Source: an optimization exercise on an open RTL-to-GDS flow (aim: small area and a short achievable clock period). Production flows keep margins and buffers that such runs may drop. The RTL was checked by simulation tests, not by an equivalence proof against the original design. Power figures rest on the tool's default switching activity, not on a simulated workload.

File: config.mk
export PLATFORM = sky130hd
export DESIGN_NAME = lacc_slot
export DESIGN_NICKNAME = lacc_slot
export VERILOG_FILES = /design/flow/design.v
export SDC_FILE = /design/flow/constraint.sdc
export NUM_CORES = 4
export LEC_CHECK = 0
export CAP_MARGIN = 20
export CORE_MARGIN = 2
export CORE_UTILIZATION = 30
export PLACE_DENSITY = 0.5
export SLEW_MARGIN = 20
File: constraint.sdc
create_clock -name core_clock -period 17.5 [get_ports {clk}]
set_input_delay 3.5000 -clock core_clock [delete_from_list [all_inputs] [get_ports {clk}]]
set_output_delay 3.5000 -clock core_clock [all_outputs]
set_load 0.01 [all_outputs]
File: design.v
module lacc_slot (
    input  wire         clk,
    input  wire         rst,           
    input  wire         term_valid,
    input  wire [3:0]   term_fmt,      
    input  wire [335:0] term_data,
    input  wire [3:0]   term_flags,    
    input  wire         clr,
    input  wire         rd_valid,
    input  wire [2:0]   rd_dest,       
    input  wire [1:0]   rd_mode,       
    output reg          out_valid,
    output reg  [63:0]  out_data,
    output reg  [3:0]   out_flags      
);
    reg         t_sign;
    reg  [63:0] t_mag;        
    reg  [8:0]  t_shift;
    reg         t_nan, t_inf;
    reg  [7:0]  be;
    always @* begin
        t_sign  = 1'b0;
        t_mag   = 64'd0;
        t_shift = 9'd160;
        t_nan   = 1'b0;
        t_inf   = 1'b0;
        be      = 8'd0;
        case (term_fmt)
            4'd0: begin  
                t_sign = term_data[31];
                be     = term_data[30:23];
                if (be == 8'hFF) begin
                    t_nan = term_data[22:0] != 0;
                    t_inf = term_data[22:0] == 0;
                end
                t_mag   = {40'd0, (be != 0), term_data[22:0]};
                t_shift = (be == 0 ? 9'd1 : {1'b0, be}) + 9'd10;
            end
            4'd1: begin  
                t_sign = term_data[15];
                be     = term_data[14:7];
                if (be == 8'hFF) begin
                    t_nan = term_data[6:0] != 0;
                    t_inf = term_data[6:0] == 0;
                end
                t_mag   = {56'd0, (be != 0), term_data[6:0]};
                t_shift = (be == 0 ? 9'd1 : {1'b0, be}) + 9'd26;
            end
            4'd2: begin  
                t_sign = term_data[15];
                be     = {3'd0, term_data[14:10]};
                if (be == 8'h1F) begin
                    t_nan = term_data[9:0] != 0;
                    t_inf = term_data[9:0] == 0;
                end
                t_mag   = {53'd0, (be != 0), term_data[9:0]};
                t_shift = (be == 0 ? 9'd1 : {1'b0, be}) + 9'd135;
            end
            4'd3: begin  
                t_sign = term_data[7];
                be     = {4'd0, term_data[6:3]};
                t_nan  = term_data[6:0] == 7'h7F;
                t_mag   = {60'd0, (be != 0), term_data[2:0]};
                t_shift = (be == 0 ? 9'd1 : {1'b0, be}) + 9'd150;
            end
            4'd4: begin  
                t_sign = term_data[7];
                be     = {3'd0, term_data[6:2]};
                if (be == 8'h1F) begin
                    t_nan = term_data[1:0] != 0;
                    t_inf = term_data[1:0] == 0;
                end
                t_mag   = {61'd0, (be != 0), term_data[1:0]};
                t_shift = (be == 0 ? 9'd1 : {1'b0, be}) + 9'd143;
            end
            4'd5: begin  
                t_sign = term_data[7];
                t_mag  = t_sign ? {56'd0, -term_data[7:0]} : {56'd0, term_data[7:0]};
            end
            4'd6: begin  
                t_sign = term_data[31];
                t_mag  = t_sign ? {32'd0, -term_data[31:0]} : {32'd0, term_data[31:0]};
            end
            4'd7: begin  
                t_sign = term_data[63];
                t_mag  = t_sign ? -term_data[63:0] : term_data[63:0];
            end
            default: ;
        endcase
    end
    wire [335:0] t_placed = {272'd0, t_mag} << t_shift;
    wire [335:0] t_value  = t_sign ? -t_placed : t_placed;
    wire         is_raw   = term_fmt == 4'd8;
    reg [335:0] acc;
    reg         pinf, ninf, nanf, poison;
    wire [335:0] acc_base = clr ? 336'd0 : acc;
    wire         add_num  = term_valid && (is_raw || !(t_nan || t_inf));
    wire [335:0] addend   = is_raw ? term_data : t_value;
    always @(posedge clk) begin
        if (rst) begin
            acc    <= 336'd0;
            pinf   <= 1'b0;
            ninf   <= 1'b0;
            nanf   <= 1'b0;
            poison <= 1'b0;
        end else begin
            acc    <= add_num ? acc_base + addend : acc_base;
            pinf   <= (clr ? 1'b0 : pinf)   | (term_valid && (is_raw ? term_flags[0] : t_inf && !t_sign));
            ninf   <= (clr ? 1'b0 : ninf)   | (term_valid && (is_raw ? term_flags[1] : t_inf &&  t_sign));
            nanf   <= (clr ? 1'b0 : nanf)   | (term_valid && (is_raw ? term_flags[2] : t_nan));
            poison <= (clr ? 1'b0 : poison) | (term_valid &&  is_raw && term_flags[3]);
        end
    end
    reg         s1_valid;
    reg [335:0] s1_v;
    reg [3:0]   s1_fl;     
    reg [2:0]   s1_dest;
    reg [1:0]   s1_mode;
    always @(posedge clk) begin
        if (rst) s1_valid <= 1'b0;
        else     s1_valid <= rd_valid;
        s1_v    <= acc;
        s1_fl   <= {poison, nanf, ninf, pinf};
        s1_dest <= rd_dest;
        s1_mode <= rd_mode;
    end
    wire         s1_neg = s1_v[335];
    wire [335:0] s1_mag = s1_neg ? -s1_v : s1_v;
    reg [8:0] s1_lz;
    integer i;
    always @* begin
        s1_lz = 9'd336;
        for (i = 0; i < 336; i = i + 1)
            if (s1_mag[i]) s1_lz = 9'd335 - i[8:0];
    end
    reg         s2_valid;
    reg [335:0] s2_mag;
    reg         s2_neg;
    reg [8:0]   s2_lz;
    reg [3:0]   s2_fl;
    reg [2:0]   s2_dest;
    reg [1:0]   s2_mode;
    always @(posedge clk) begin
        if (rst) s2_valid <= 1'b0;
        else     s2_valid <= s1_valid;
        s2_mag  <= s1_mag;
        s2_neg  <= s1_neg;
        s2_lz   <= s1_lz;
        s2_fl   <= s1_fl;
        s2_dest <= s1_dest;
        s2_mode <= s1_mode;
    end
    reg  [4:0]  d_p;
    reg  signed [10:0] d_emin;
    reg  [7:0]  d_bias;
    wire        d_int = s2_dest >= 3'd5;
    always @* begin
        case (s2_dest)
            3'd0:    begin d_p = 5'd23; d_emin = -11'sd126; d_bias = 8'd127; end
            3'd1:    begin d_p = 5'd7;  d_emin = -11'sd126; d_bias = 8'd127; end
            3'd2:    begin d_p = 5'd10; d_emin = -11'sd14;  d_bias = 8'd15;  end
            3'd3:    begin d_p = 5'd3;  d_emin = -11'sd6;   d_bias = 8'd7;   end
            3'd4:    begin d_p = 5'd2;  d_emin = -11'sd14;  d_bias = 8'd15;  end
            default: begin d_p = 5'd0;  d_emin = 11'sd0;    d_bias = 8'd0;   end
        endcase
    end
    wire signed [10:0] ex  = 11'sd175 - $signed({2'b00, s2_lz});
    wire signed [10:0] e_f = (ex < d_emin) ? d_emin : ex;
    wire signed [10:0] rs_s = d_int ? 11'sd160 : (e_f + 11'sd160 - $signed({6'd0, d_p}));
    wire [8:0]         rs   = rs_s[8:0];
    wire [335:0] q_all   = s2_mag >> rs;
    wire [335:0] lowmask = ~({336{1'b1}} << rs);
    wire [335:0] rem     = s2_mag & lowmask;
    wire         guard   = (rs == 9'd0) ? 1'b0 : s2_mag[rs - 9'd1];
    wire [335:0] below_g = rem & ~({336'd1} << (rs - 9'd1));
    wire         sticky  = (rs == 9'd0) ? 1'b0 : (below_g != 0);
    wire         inexact = guard | sticky;
    reg round_up;
    always @* begin
        case (s2_mode)
            2'd0:    round_up = guard & (sticky | q_all[0]);
            2'd1:    round_up = 1'b0;
            2'd2:    round_up = inexact & !s2_neg;
            default: round_up = inexact &  s2_neg;
        endcase
    end
    wire [176:0] q_rnd = {1'b0, q_all[175:0]} + {176'd0, round_up};
    reg         s3_valid;
    reg [176:0] s3_q;
    reg signed [10:0] s3_e;
    reg         s3_inexact;
    reg         s3_neg;
    reg [3:0]   s3_fl;
    reg [2:0]   s3_dest;
    reg [1:0]   s3_mode;
    always @(posedge clk) begin
        if (rst) s3_valid <= 1'b0;
        else     s3_valid <= s2_valid;
        s3_q       <= q_rnd;
        s3_e       <= e_f;
        s3_inexact <= inexact;
        s3_neg     <= s2_neg;
        s3_fl      <= s2_fl;
        s3_dest    <= s2_dest;
        s3_mode    <= s2_mode;
    end
    reg  [4:0]  f_p;
    reg  [7:0]  f_bias;
    reg  [4:0]  f_ebits;
    reg  [6:0]  f_width;
    always @* begin
        case (s3_dest)
            3'd0:    begin f_p = 5'd23; f_bias = 8'd127; f_ebits = 5'd8; f_width = 7'd32; end
            3'd1:    begin f_p = 5'd7;  f_bias = 8'd127; f_ebits = 5'd8; f_width = 7'd16; end
            3'd2:    begin f_p = 5'd10; f_bias = 8'd15;  f_ebits = 5'd5; f_width = 7'd16; end
            3'd3:    begin f_p = 5'd3;  f_bias = 8'd7;   f_ebits = 5'd4; f_width = 7'd8;  end
            3'd4:    begin f_p = 5'd2;  f_bias = 8'd15;  f_ebits = 5'd5; f_width = 7'd8;  end
            3'd5:    begin f_p = 5'd0;  f_bias = 8'd0;   f_ebits = 5'd0; f_width = 7'd8;  end
            3'd6:    begin f_p = 5'd0;  f_bias = 8'd0;   f_ebits = 5'd0; f_width = 7'd32; end
            default: begin f_p = 5'd0;  f_bias = 8'd0;   f_ebits = 5'd0; f_width = 7'd64; end
        endcase
    end
    wire [63:0] width_mask = (f_width == 7'd64) ? {64{1'b1}} : ~({64{1'b1}} << f_width);
    wire [63:0] sign_bit   = 64'd1 << (f_width - 7'd1);
    wire [63:0] exp_ones   = (~({64{1'b1}} << f_ebits)) << f_p;         
    wire [63:0] f_inf      = exp_ones;
    wire [63:0] f_qnan     = exp_ones | (64'd1 << (f_p - 5'd1));
    wire        f_is_e4m3  = s3_dest == 3'd3;
    wire        f_int      = s3_dest >= 3'd5;
    wire         carry   = s3_q[f_p + 5'd1];
    wire [24:0]  n_f     = carry ? s3_q[25:1] : s3_q[24:0];
    wire signed [10:0] e_n = carry ? s3_e + 11'sd1 : s3_e;
    wire         n_norm  = n_f[f_p];
    wire [63:0]  frac    = {39'd0, n_f} & ~({64{1'b1}} << f_p);
    wire [10:0]  bexp    = e_n + $signed({3'd0, f_bias});
    wire [63:0]  f_code  = n_norm ? (({53'd0, bexp} << f_p) | frac) : {39'd0, n_f};
    wire         f_ovf   = f_is_e4m3 ? (e_n > 11'sd8 || (e_n == 11'sd8 && n_f[2:0] == 3'b111))
                                     : (e_n > $signed({3'd0, f_bias}));
    wire [63:0]  f_e4m3_max = 64'h7E;
    wire [176:0] int_max = ({177'd1} << (f_width - 7'd1)) - 177'd1;
    wire         i_ovf   = s3_neg ? (s3_q > int_max + 177'd1) : (s3_q > int_max);
    wire [63:0]  i_pos   = s3_q[63:0];
    wire [63:0]  i_code  = (s3_neg ? -i_pos : i_pos) & width_mask;
    wire [63:0]  i_max   = int_max[63:0];
    wire [63:0]  i_min   = sign_bit;
    reg [63:0] r_data;
    reg [3:0]  r_flags;    
    always @* begin
        r_data  = 64'd0;
        r_flags = 4'd0;
        if (f_int) begin
            if (s3_fl[3]) begin
                r_data = 64'd0;
            end else if (s3_fl[2] || (s3_fl[1] && s3_fl[0])) begin
                r_data  = 64'd0;
                r_flags = 4'b1000;
            end else if (s3_fl[1] || s3_fl[0]) begin
                r_data  = s3_fl[1] ? i_min : i_max;
                r_flags = 4'b0100;
            end else if (i_ovf) begin
                r_data  = s3_neg ? i_min : i_max;
                r_flags = 4'b0110;
            end else begin
                r_data  = i_code;
                r_flags = {3'b000, s3_inexact};
            end
        end else begin
            if (s3_fl[3] || s3_fl[2] || (s3_fl[1] && s3_fl[0])) begin
                r_data = f_is_e4m3 ? 64'h7F : f_qnan;
            end else if (s3_fl[1] || s3_fl[0]) begin
                if (f_is_e4m3) begin
                    r_data  = {56'd0, s3_fl[1], 7'h7E};
                    r_flags = 4'b0100;
                end else begin
                    r_data  = (s3_fl[1] ? sign_bit : 64'd0) | f_inf;
                end
            end else if (f_ovf) begin
                if (f_is_e4m3) begin
                    r_data  = {56'd0, s3_neg, 7'h7E};
                    r_flags = 4'b0110;
                end else begin
                    r_data  = (s3_neg ? sign_bit : 64'd0) | f_inf;
                    r_flags = 4'b0010;
                end
            end else begin
                r_data  = (s3_neg ? sign_bit : 64'd0) | f_code;
                r_flags = {3'b000, s3_inexact};
            end
        end
    end
    always @(posedge clk) begin
        if (rst) out_valid <= 1'b0;
        else     out_valid <= s3_valid;
        out_data  <= r_data;
        out_flags <= r_flags;
    end
endmodule
File: run.sh
#!/bin/bash
# synth_recipe.tcl (not shown) runs the flow's synth.tcl, then flattens the netlist and writes it again
# the make line also repeats each setting of config.mk as NAME=value (left out here)
make -C /OpenROAD-flow-scripts/flow DESIGN_CONFIG=/design/flow/config.mk WORK_HOME=/design/flow/orfs CLKGATE_MAP_FILE= SYNTH_SCRIPT=/design/flow/synth_recipe.tcl finish
==> reports/metrics.csv <==
metric,value,unit
cp-start-kind,primary input,
hp-class,flip-flop to flip-flop,
leakage,64.87,nW
ir_worst_vdd,225.9,uV
rsz0062_at_grt,false,
syn2layout_area_growth,16.04,%
required,18390,ps
status,no timing/DRC/antenna violations,
core_region_area,0.4528,mm2
skew,110.0,ps
track_usage,0.3881,
crit_type,primary input to flip-flop,
setup-tns-final,0,ps
yosys_warnings,1,
ant_nets,0,
detailed_place_hpwl,763100,um
post_cts_buffers,0,
clockBufferDepth,4,
first_iter_violations,21620,
async_flop_share,0,
fp.dieH,678.5,um
post_cts_resized,0,
p_comb_frac,0.701,
p_clk_frac,0.140,
via_count,156900,
drc,0,
die_x,678.5,um
ys_seq_area_frac,0.1919,
clkSinkCount,1308,
synth_cell_types,127,
grt_first_pass_wirelength,1253000,um
drt_pass1_iterations,9,
nNetsFinal,19340,
synthFlopType,dfxtp_1,
io_pins,423,
grt_pass1_vias,144700,
final_common_cell,nand2_1,
max_slew_margin,0.07068,
power_frac_seq,0.159,
postRouteWirelength,932900,um
routed.top_layer,met5,
power_density,159.9,mW/mm2
max_freq,61.24,MHz
met3_length,90380,um
htreeDepth,4,
period_share,0.9331,
syn_inst,18010,
syn_avg_cell_area,7.577,um2
met2WireLength,382900,um
worst_pin_slew,1388,ps
routed_via_density,6.359,
rows,247,
wl_met1,365500,um
path_max_fanout,26,
final_cell_mix,"2408 x nand2_1, 1458 x nor2_1, 1453 x a21oi_1",
p_int,10.71,mW
cts_hold_buf,0,
p_switching,14.62,mW
globalplace.congestion,1.168,
cts_tree,done,
dieArea,0.4604,mm2
worst_path_most_repeated_cell,buf_4,
worst_setup_path_end_kind,flip-flop,
initial_core_util,0.3015,
cpMaxStageDelayCell,nor4_1,
grt_max_degree,170,
holdWs,310.3,ps
setup_viol,0,
antenna_found_initial,139,
wl_per_cell,37.81,um
finalHoldViolations,0,
synth-edff-count,0,
drv_slew,0,
portBuffers,422,
worstSkewPairLatency,970,ps
netlist_area,0.1365,mm2
maxCapViolations,0,
max_stage_delay,830,ps
drive_gt1_frac,0.1220,
worstPathArrival,17220,ps
cts_made_buffers,157,
overflow,0,
clk_pin_slew_worst_paths,70,ps
swShare,0.5771,
ys_seq_elements,1308,
cts_root_buf,clkbuf_16,
layout_min_cycle_time,16330,ps
critical path, delay by kind of cell:
kind / cells / cell delay (ps)
AND/OR/NAND/NOR: 15 / 5430
AO/OA/AOI/OAI: 19 / 5120
buffers and inverters: 9 / 2400
adder cells (fa/ha/maj): 1 / 370
XOR/XNOR: 2 / 320
registers in the layout (all words and copies together), names as in the netlist, 2 cells and up:
| register | flops |
|---|---|
| s1_mode | 2 |
| s2_mag | 336 |
| s1_fl | 4 |
| s2_lz | 9 |
| s2_dest | 3 |
| acc | 336 |
| out_flags | 4 |
| s2_fl | 4 |
| s3_fl | 4 |
| s3_q | 177 |
| s1_dest | 3 |
| out_data | 64 |
| s3_dest | 3 |
| s3_e | 10 |
| s1_v | 336 |
| s2_mode | 2 |
synthesized netlist by cell type (all sizes together) (47+ instances only):
cell type | count | share of area
a31oi | 198 | 0.0091
o211ai | 138 | 0.0076
nor2 | 1485 | 0.041
a21o | 312 | 0.017
a221oi | 47 | 0.0031
nand2b | 167 | 0.0077
mux2i | 1306 | 0.096
inv | 352 | 0.0097
o41ai | 101 | 0.0067
buf | 418 | 0.016
a211oi | 162 | 0.0090
o21ai | 1039 | 0.038
or4 | 124 | 0.0070
o22ai | 158 | 0.0072
nor2b | 415 | 0.019
and2 | 110 | 0.0050
mux4 | 463 | 0.076
xor2 | 387 | 0.025
o21a | 71 | 0.0039
a22oi | 84 | 0.0048
and3 | 133 | 0.0061
o31ai | 200 | 0.011
nand3 | 521 | 0.019
clkbuf | 786 | 0.022
nand2 | 2415 | 0.066
dfxtp | 1308 | 0.19
ha | 478 | 0.044
nor3 | 467 | 0.018
o221ai | 145 | 0.0094
or2 | 129 | 0.0059
a21oi | 1480 | 0.054
o21bai | 137 | 0.0075
xnor2 | 745 | 0.048
nor4 | 229 | 0.011
nand4 | 278 | 0.013
or3 | 208 | 0.0095
metal layers:
metal / track usage / vias up
li1: - / 67790
met1: 0.4824 / 76690
met2: 0.5648 / 9906
met3: 0.09926 / 2457
met4: 0.3149 / 58
met5: 0 / -
worst paths after layout:
check | start | end | slack, ps | cells past startpoint
worst max register to register | s2_dest[1]$_DFF_P_ | s3_q[162]$_DFF_P_ | 3440 | 43
worst max-delay path | term_fmt[0] | acc[326]$_SDFF_PP0_ | 1170 | 46
worst min register to register | acc[89]$_SDFF_PP0_ | s1_v[89]$_DFF_P_ | 310 | 0
worst min-delay path | acc[89]$_SDFF_PP0_ | s1_v[89]$_DFF_P_ | 310 | 0
logic make-up (layout without fill, tap and decap cells):
logic type | count (synthesis) | in the layout | synth area share
compound gates | 4848 | 4848 | 0.2280
xor+xnor | 1132 | 1132 | 0.07270
fa+ha+maj | 484 | 484 | 0.04448
buf+inv | 1560 | 2167 | 0.04711
flops | 1308 | 1308 | 0.1919
mux | 1812 | 1812 | 0.1758
other cells | 1 | 79 | 0.00002748
simple gates | 6868 | 6868 | 0.2401
per-stage QoR:
| step | power (mW) | util | instances | cell area, um2 | setup WS [ps] |
|---|---|---|---|---|---|
| 3_5_place_dp | 20.55 | 0.3366 | 24310 | 152400 | 582.2 |
| 5_1_grt | 25.56 | 0.3495 | 24620 | 158200 | 664.3 |
| 4_1_cts | 24.12 | 0.3487 | 24590 | 157900 | 1547 |
| 3_3_place_gp | 20.63 | 0.3365 | 24310 | 152300 | 291.5 |
| 6_report | 25.33 | 0.3498 | 24670 | 158400 | 1170 |
| 2_1_floorplan | 13.06 | - | 18020 | 136500 | 3948 |
power groups by stage:
stage / Combinational (mW) / Clock, mW / Sequential [mW]
2_1_floorplan: 9.41 / 0 / 3.64
3_3_place_gp: 16.6 / 0 / 4.02
3_5_place_dp: 16.5 / 0 / 4.03
4_1_cts: 16.6 / 3.60 / 3.96
5_1_grt: 17.8 / 3.71 / 4.01
6_report: 17.8 / 3.54 / 4.02
cell type report:
cell class,instances,area (um2)
Antenna cell,76,190.2
Clock buffer,192,4220
Clock inverter,86,1255
Fill cell,48260,294400
Inverter,356,1354
Multi-Input combinational cell,15150,104700
Sequential cell,1308,26190
Tap cell,5976,7477
Timing Repair Buffer,1533,12990

[what the ideal ports hide]
Ports are ideal in the flow. The routed layout listed here was re-timed in OpenROAD. Step 1 sets driving cells, clkbuf_16 on the clock port and buf_2 on the other inputs (assumed; they add their load-dependent delay and slew). Step 2 also shifts input and output timing later by t, the mid clock arrival at the registers, as if the neighbouring blocks saw the same clock. a / b / c = ideal ports / drivers / drivers and shift; a / b = the first two.
shift t [ns]: 1.030
setup WS [ns]: 1.170 / 1.254 / 0.223
worst setup path at the end: input to register
worst data-port slew with drivers (ns): 0.22
pins driven straight from the clock port: 1
After both steps this run still meets setup and hold. For this run, drivers alone change the setup slack by +0.084 ns; drivers and shift together by -0.947 ns.
